From an optimization exercise on the open Yosys and OpenROAD flow, aimed at small area and a short achievable clock period; shortcuts taken in it are not production practice. The RTL of this run was laid out without a check of its function.

[flow/config.mk]
export PLATFORM = sky130hd
export DESIGN_NAME = cledon_narrow
export DESIGN_NICKNAME = cledon_narrow
export VERILOG_FILES = /design/flow/design.v
export SDC_FILE = /design/flow/constraint.sdc
export NUM_CORES = 4
export LEC_CHECK = 0
export CAP_MARGIN = 20
export CORE_MARGIN = 2
export CORE_UTILIZATION = 40
export SLEW_MARGIN = 20
[flow/constraint.sdc]
create_clock -name core_clock -period 20.0 [get_ports {clk}]
set_input_delay 4.0000 -clock core_clock [delete_from_list [all_inputs] [get_ports {clk}]]
set_output_delay 4.0000 -clock core_clock [all_outputs]
set_load 0.01 [all_outputs]
[flow/run.sh]
#!/bin/bash
# synth_recipe.tcl (not shown) runs the flow's synth.tcl, then flattens the netlist and writes it again
# the make line also repeats each setting of config.mk as NAME=value (left out here)
make -C /OpenROAD-flow-scripts/flow DESIGN_CONFIG=/design/flow/config.mk WORK_HOME=/design/flow/orfs CLKGATE_MAP_FILE= SYNTH_SCRIPT=/design/flow/synth_recipe.tcl finish
[flow/design.v]
module cledon_narrow_lane (
    input  wire        clk,
    input  wire [31:0] x,
    input  wire        f_i8,      
    input  wire [9:0]  c6,        
    input  wire [9:0]  dn1,       
    input  wire [5:0]  n17,       
    input  wire [5:0]  n16,       
    input  wire [3:0]  fsel,      
    input  wire        r_ne,
    input  wire        r_sr,
    input  wire [15:0] draw,
    input  wire        b_bf, b_fp16, b_e4, b_e5, b_i8,
    input  wire        b_strict,
    output reg  [15:0] code,
    output reg         sat,
    output reg         nan_in,
    output reg         strict_nan,
    output reg         nonzero,
    output reg         flushed
);
    wire        s   = x[31];
    wire [7:0]  E   = x[30:23];
    wire [22:0] M   = x[22:0];
    wire        h   = |E;
    wire        e_ff = &E;
    wire        m_nz = |M;
    wire        is_nan = e_ff & m_nz;
    wire        is_inf = e_ff & !m_nz;
    wire        nz     = !e_ff & (h | m_nz);
    wire [23:0] sig = {h, M};
    reg [4:0] lz;
    integer i;
    always @(*) begin
        lz = 5'd0;
        for (i = 0; i < 23; i = i + 1)
            if (M[i]) lz = 5'd22 - i[4:0];
    end
    reg [4:0] tz;
    always @(*) begin
        tz = 5'd0;
        for (i = 23; i >= 0; i = i - 1)
            if (sig[i]) tz = i[4:0];
    end
    wire [7:0] Ee = {E[7:1], E[0] | !h};
    wire signed [9:0] bexp = $signed(dn1) + (h ? $signed({2'b00, E}) : -$signed({5'd0, lz}));
    wire normal = !f_i8 && (h | m_nz) && (bexp > 10'sd0);
    wire signed [9:0] nsh6 = h ? $signed({4'd0, n17}) : ($signed({4'd0, n16}) - $signed({5'd0, lz}));
    wire signed [9:0] dsh6 = $signed(c6) - $signed({2'b00, Ee});
    wire signed [9:0] shc  = normal ? nsh6 : dsh6;
    wire        shz = shc[9] | (|shc[8:6]);        
    wire [33:0] wide = {sig, 10'd0};
    wire [33:0] win  = shz ? 34'd0 : (wide >> shc[5:0]);
    wire [10:0] q    = win[26:16];
    wire [15:0] fr   = win[15:0];
    wire sticky = ({1'b0, tz} < ({1'b0, shc[5:0]} + 7'd5)) | shz;
    wire up_sr  = fr > ~draw;
    wire up = r_ne ? (fr[15] & (sticky | q[0])) : (r_sr & up_sr);
    reg [14:0] cpre;
    always @(*) begin
        cpre = {4'd0, q};
        if (normal)
            case (1'b1)
                fsel[3]: cpre = {bexp[7:0], q[6:0]};
                fsel[2]: cpre = {bexp[4:0], q[9:0]};
                fsel[1]: cpre = {8'd0, bexp[3:0], q[2:0]};
                default: cpre = {8'd0, bexp[4:0], q[1:0]};
            endcase
    end
    wire ebig = normal && (fsel[1] ? (|bexp[8:4]) : fsel[3] ? bexp[8] : (|bexp[8:5]));
    wire int_big = f_i8 && (dsh6 < 10'sd11);
    wire big = is_inf | (nz & (ebig | int_big));
    reg        b_s, b_up, b_nan, b_big, b_nz;
    reg [14:0] b_cpre;
    always @(posedge clk) begin
        b_s    <= s;
        b_up   <= up;
        b_nan  <= is_nan;
        b_big  <= big;
        b_nz   <= nz;
        b_cpre <= cpre;
    end
    reg [14:0] maxc;
    always @(*) begin
        case (1'b1)
            b_fp16:  maxc = 15'h7BFF;
            b_e4:    maxc = 15'h007E;
            b_e5:    maxc = 15'h007B;
            b_i8:    maxc = 15'h007F;
            default: maxc = 15'h7F7F;
        endcase
    end
    wire ovf  = b_big | (b_cpre > maxc) | ((b_cpre == maxc) & b_up);
    wire neg_i = b_i8 & b_s;
    wire [14:0] sum  = (b_cpre ^ {15{neg_i}}) + {14'd0, b_up ^ neg_i};
    wire [15:0] nanc = b_fp16 ? 16'h7E00 : b_e4 ? 16'h007F : b_e5 ? 16'h007E : b_i8 ? 16'h0000 : 16'h7FC0;
    wire [15:0] satc = b_fp16 ? {b_s, 15'h7BFF} : b_e4 ? {8'd0, b_s, 7'h7E} : b_e5 ? {8'd0, b_s, 7'h7B}
                     : b_i8 ? (b_s ? 16'h0081 : 16'h007F) : {b_s, 15'h7F7F};
    wire [15:0] numc = b_i8 ? {8'd0, sum[7:0]} : (b_e4 | b_e5) ? {8'd0, b_s, sum[6:0]} : {b_s, sum};
    wire strict_f = b_strict & !b_i8;
    always @(*) begin
        sat = 1'b0; nan_in = 1'b0; strict_nan = 1'b0;
        nonzero = b_nz;
        flushed = b_nz & !ovf & (b_cpre == 15'd0) & !b_up;
        if (b_nan) begin
            code = nanc; nan_in = 1'b1; strict_nan = strict_f;
        end else if (ovf) begin
            if (strict_f) begin code = nanc; strict_nan = 1'b1; end
            else begin code = satc; sat = 1'b1; end
        end else
            code = numc;
    end
endmodule
module cledon_narrow (
    input  wire         clk,
    input  wire         rst,           
    input  wire         cfg_load,      
    input  wire [31:0]  cfg_seed,
    input  wire         in_valid,
    input  wire [127:0] in_data,       
    input  wire [3:0]   in_fmt,
    input  wire [1:0]   in_rnd,
    input  wire         in_strict,
    input  wire [7:0]   in_scale,
    output reg          out_valid,
    output reg  [63:0]  out_code,      
    output reg  [3:0]   out_sat,
    output reg  [3:0]   out_nan_in,
    output reg  [3:0]   out_strict_nan,
    output reg  [3:0]   out_nonzero,
    output reg  [3:0]   out_flushed
);
    function [31:0] lfsr16;
        input [31:0] st;
        integer n;
        begin
            lfsr16 = st;
            for (n = 0; n < 16; n = n + 1)
                lfsr16 = lfsr16[0] ? ((lfsr16 >> 1) ^ 32'h8020_0003) : (lfsr16 >> 1);
        end
    endfunction
    reg  [31:0] st_r;
    reg         took_r;
    wire [31:0] st1 = lfsr16(st_r);
    wire [31:0] st2 = lfsr16(st1);
    wire [31:0] st3 = lfsr16(st2);
    wire [31:0] st4 = lfsr16(st3);
    wire [31:0] held = took_r ? st4 : st_r;
    always @(posedge clk) begin
        if (rst) begin
            st_r   <= 32'h0000_0001;
            took_r <= 1'b0;
        end else begin
            st_r   <= cfg_load ? cfg_seed : held;
            took_r <= in_valid && (in_rnd == 2'd1);
        end
    end
    reg         a_valid;
    reg [127:0] a_data;
    reg         a_fp16, a_e4, a_e5, a_i8;
    reg         a_ne, a_sr, a_strict;
    reg [7:0]   a_k;
    always @(posedge clk) begin
        if (rst)
            a_valid <= 1'b0;
        else
            a_valid <= in_valid;
        a_data   <= in_data;
        a_fp16   <= (in_fmt == 4'h1);
        a_e4     <= (in_fmt == 4'h3);
        a_e5     <= (in_fmt == 4'h4);
        a_i8     <= (in_fmt == 4'hB);
        a_ne     <= (in_rnd == 2'd0);
        a_sr     <= (in_rnd == 2'd1);
        a_strict <= in_strict;
        a_k      <= in_scale;
    end
    wire       a_bf = !(a_fp16 | a_e4 | a_e5 | a_i8);
    wire [9:0] kx   = {{2{a_k[7]}}, a_k};
    reg  [9:0] c6, dn1;
    reg  [5:0] n17, n16;
    always @(*) begin
        case (1'b1)
            a_fp16:  begin c6 = 10'd120;       dn1 = -10'sd112;     n17 = 6'd7;  n16 = 6'd6;  end
            a_e4:    begin c6 = 10'd135 - kx;  dn1 = kx - 10'd120;  n17 = 6'd14; n16 = 6'd13; end
            a_e5:    begin c6 = 10'd128 - kx;  dn1 = kx - 10'd112;  n17 = 6'd15; n16 = 6'd14; end
            a_i8:    begin c6 = 10'd144 - kx;  dn1 = 10'd0;         n17 = 6'd0;  n16 = 6'd0;  end
            default: begin c6 = 10'd11;        dn1 = 10'd0;         n17 = 6'd10; n16 = 6'd9;  end
        endcase
    end
    reg b_valid, b_bf, b_fp16, b_e4, b_e5, b_i8, b_strict;
    always @(posedge clk) begin
        if (rst)
            b_valid <= 1'b0;
        else
            b_valid <= a_valid;
        b_bf     <= a_bf;
        b_fp16   <= a_fp16;
        b_e4     <= a_e4;
        b_e5     <= a_e5;
        b_i8     <= a_i8;
        b_strict <= a_strict;
    end
    wire [63:0] draws = {st4[15:0], st3[15:0], st2[15:0], st1[15:0]};
    wire [63:0] c_code;
    wire [3:0]  c_sat, c_nan_in, c_strict_nan, c_nonzero, c_flushed;
    genvar g;
    generate
        for (g = 0; g < 4; g = g + 1) begin : lane
            cledon_narrow_lane u_lane (
                .clk        (clk),
                .x          (a_data[32*g +: 32]),
                .f_i8       (a_i8),
                .c6         (c6),
                .dn1        (dn1),
                .n17        (n17),
                .n16        (n16),
                .fsel       ({a_bf, a_fp16, a_e4, a_e5}),
                .r_ne       (a_ne),
                .r_sr       (a_sr),
                .draw       (draws[16*g +: 16]),
                .b_bf       (b_bf),
                .b_fp16     (b_fp16),
                .b_e4       (b_e4),
                .b_e5       (b_e5),
                .b_i8       (b_i8),
                .b_strict   (b_strict),
                .code       (c_code[16*g +: 16]),
                .sat        (c_sat[g]),
                .nan_in     (c_nan_in[g]),
                .strict_nan (c_strict_nan[g]),
                .nonzero    (c_nonzero[g]),
                .flushed    (c_flushed[g])
            );
        end
    endgenerate
    always @(posedge clk) begin
        if (rst)
            out_valid <= 1'b0;
        else
            out_valid <= b_valid;
        out_code       <= c_code;
        out_sat        <= c_sat;
        out_nan_in     <= c_nan_in;
        out_strict_nan <= c_strict_nan;
        out_nonzero    <= c_nonzero;
        out_flushed    <= c_flushed;
    end
endmodule
==> results.txt <==
-- state kept, by name, indices dropped and copies added (netlist names), 8 cells and up --
signal              cells
a_k                     8
a_data                128
st_r                   32
lane.u_lane.b_cpre     60
out_code               64
-- area by class of cell --
type | count | area share (%)
multi-input cells | 3236 | 63.3
flip-flops and latches | 348 | 19.0
clock inverters | 25 | 0.795
well taps | 1050 | 3.58
repair buffers | 314 | 8.23
clock buffers | 53 | 3.20
inverters | 180 | 1.84
-- cell usage after synthesis, types with 20 or more instances --
master      n  area, um2
a211oi_1   53        398
a21o_1     68        510
a21oi_1   329       1650
a22oi_1    35        263
a31oi_1    29        181
and2_1     20        125
buf_1      34        128
clkbuf_1  188        706
dfxtp_1   348       6970
ha_1      227       2840
inv_1     172        646
mux2_2     65        732
mux2i_1   284       2840
nand2_1   273       1020
nand2b_1   59        369
nand3_1    78        390
nand4_1    34        213
nor2_1    357       1340
nor2b_1    46        288
nor3_1    147        736
nor4_1     44        275
o21ai_0   210       1050
o21bai_1   38        285
o22ai_1    53        332
o31ai_1    29        218
or3_1      34        213
or4_1      20        150
xnor2_1   278       2430
xor2_1     95        832
-- cell families (layout without fill, tap and decap cells) --
group                    after synthesis  count (layout)  share of synthesized area (%)
AND/OR/NAND/NOR                     1181            1181                           17.8
flip-flops                           348             348                           22.0
multiplexers                         358             358                           11.9
adder cells (fa/ha/maj)              239             239                           9.74
XOR/XNOR                             400             400                           12.2
buffers and inverters                410             572                           4.90
AO/OA/AOI/OAI                       1058            1058                           21.5
-- worst reg2reg max path, delay by kind of cell, from the launching register on --
family,cells,cell delay (ns)
AND/OR/NAND/NOR,15,2.06
flip-flops,1,0.38
buffers and inverters,2,1.05
multiplexers,4,1.14
AO/OA/AOI/OAI,21,4.39
adder cells (fa/ha/maj),3,1.16
-- how the worst max path moves through the flow --
stage / from / endpoint / slack, ns / depth (start not counted)
final: a_data[64]$_DFF_P_ / lane[2].u_lane.b_up$_DFF_P_ / 9.69 / 45
after floorplan: a_data[65]$_DFF_P_ / lane[2].u_lane.b_up$_DFF_P_ / 11.32 / 45
after global placement: a_data[64]$_DFF_P_ / lane[2].u_lane.b_up$_DFF_P_ / 10.03 / 46
after detailed placement: a_data[65]$_DFF_P_ / lane[2].u_lane.b_up$_DFF_P_ / 9.85 / 45
after global routing: a_data[66]$_DFF_P_ / lane[2].u_lane.b_up$_DFF_P_ / 8.68 / 45
after CTS: a_data[66]$_DFF_P_ / lane[2].u_lane.b_up$_DFF_P_ / 9.80 / 45
-- through the flow --
step	std cells	hold slack (ns)	cell area, um2	setup slack, ns
final	5206	0.327	36700	9.69
after global routing	5206	0.338	36700	8.68
after CTS	5205	0.330	36700	9.80
after detailed placement	5127	0.313	35200	9.85
after global placement	5127	0.312	35200	10.03
after floorplan	3994	0.310	31600	11.32
-- per-layer routing --
layer | vias to the layer above | GRT usage [%]
met5 | - | 0
met2 | 1331 | 42.7
met3 | 190 | 3.38
met4 | 0 | 8.78
met1 | 14600 | 38.7
li1 | 14700 | -
==> out/qor.csv <==
stage,metric,value,unit
setup_path,CP startpoint kind,flip-flop,
synthesis,"Async S/R FF share, synth",0,%
cts,hold buffers post-CTS,0,
final_layout,"commonest non-fill, non-tap cell in the layout",nor2_1,
sta,Period minus WS final,10.31,ns
min_path,Worst Hold Depth,0,
setup_path,reg2reg start,a_data[64]$_DFF_P_,
routing,Pre-antenna DRT Iters,7,
cts,clk sinks,348,
synthesis,"EDFF count, synth",0,
final_layout,FILL cells,7814,
sta,Setup TNS Final,0,ns
routing,DR WL/cell,22.2,um
setup_path,CP most frequent cell,nor3_1,
cts,H-tree depth,2,
routing,vias per inst,5.91,
setup_path,Worst Path Arrival,10.78,ns
routing,top sig layer,met4,
placed_design,gpl congestion,0.980,
grt,All-Layer GR Usage,27.3,%
floorplan,# IOs,264,
grt,initial antenna violation count,0,
synthesis,Mapped Area,0.0316,mm2
routing,Met1 Wirelength,52.4,mm
final_layout,Area Growth Syn to Fin,15.9,%
synthesis,register area share after synthesis,22.0,%
sta,RSZ-0062 raised after global routing,no,
min_path,min-delay src,a_strict$_DFF_P_,
synthesis,Post-Syn Nets,4412,
final_layout,multi-input logic area,0.0232,mm2
setup_path,crit path kind,flip-flop to flip-flop,
routing,vias,30800,
cts,Worst-path clk slew,0.06,ns
routing,met2 wire len,50.3,mm
routing,Final ANT Viol Nets,0,
sta,relative slew slack,13.9,%
sta,clk_skew,0.0196,ns
setup_path,crit path buf inv count,2,
grt,vias in the first global route,28500,
setup_path,Top Family by Delay on Critical Path,compound AO/OA/AOI/OAI gates,
grt,gr ovfl total,0,
cts,root buffer cell,clkbuf_16,
sta,Setup Viol. Count Final,0,
grt,global-route wire length before repair,175,mm
sta,highest clock rate,97.0,MHz
sta,Worst Tran Pin Value,1.29,ns
final_layout,Register Area,0.00697,mm2
cts,clock buffer count from CTS,44,
floorplan,core area,0.0786,mm2
outcome,status,finished clean,
routing,routed wl met3,8.70,mm
final_layout,layout cell share with drive strength beyond 1,6.62,%
cts,CTS resizes,0,
sta,final count of hold timing violations,0,
floorplan,# rows,103,
floorplan,overall die width,285,um
final_layout,most frequent cells in the layout,"353 x nor2_1, 346 x dfxtp_1, 329 x a21oi_1, 279 x mux2i_1, 278 x xnor2_1",
setup_path,Reg2Reg Setup Slack,9.69,ns
cts,CTS tree,built,
setup_path,reg2reg path depth,45,
sta,Tcrit/Tclk final,51.6,%
final_layout,post-route core utilization,46.6,%
setup_path,"Max FO, Critical Path",23,
grt,largest net degree at the start of global routing,50,
setup_path,worst endpoint required time,20.47,ns
min_path,Hold Crit Class,flip-flop to flip-flop,
cts,Max Buffers Root-to-Sink,3,
final_layout,Final #Nets,4542,
routing,Post-route DRC,0,
synthesis,Synth Area per Inst,7.92,um2
floorplan,initial core utilization,40.2,%
setup_path,CP max stage delay,0.72,ns
floorplan,Die Footprint,0.0814,mm2
cts,clock latency (worst-skew pair),0.59,ns
synthesis,Synth Instances,3994,
setup_path,FF-to-FF End,lane[2].u_lane.b_up$_DFF_P_,
setup_path,crit end category,flip-flop,
routing,Initial DRC Count,3016,
synthesis,Seq cells post-synth,348,
placed_design,port bufs,263,
setup_path,Worst path slowest cell,clkinv_1,
synthesis,Cell variety after synth,89,
floorplan,die height,285,um
synthesis,Most used DFF post-synth,dfxtp_1,
cts,setup bufs post-CTS,0,
job,number of max-cap violations,0,
min_path,Worst Hold Path EP,b_strict$_DFF_P_,
final_layout,antenna cells,0,
synthesis,Ys Warns,2,
placed_design,HPWL after DPL,89.9,mm
sta,Final Max Slew Viols,0,
routing,Post-Route WL,115,mm

port drivers added, routing unchanged:
The flow's constraints put no driver on any port. The routed layout listed below was extracted and timed again, unchanged, in two steps.
Step 1: set_driving_cell puts a clkbuf_16 on clk and a buf_2 on each other input, an assumption about the parent block.
Step 2 also shifts input and output timing later by t, the mid clock arrival at the registers, as if the neighbouring blocks saw the same clock.
Slacks: no drivers / after step 1 / after step 2; pairs: no drivers / after step 1.
t, ns: 0.652
setup slack, ns: 9.689 / 9.689 / 9.689
worst setup path at the end: register to register
After both steps setup and hold are still met in this run. For this run, drivers alone change the setup slack by 0.000 ns; drivers and shift together by 0.000 ns.
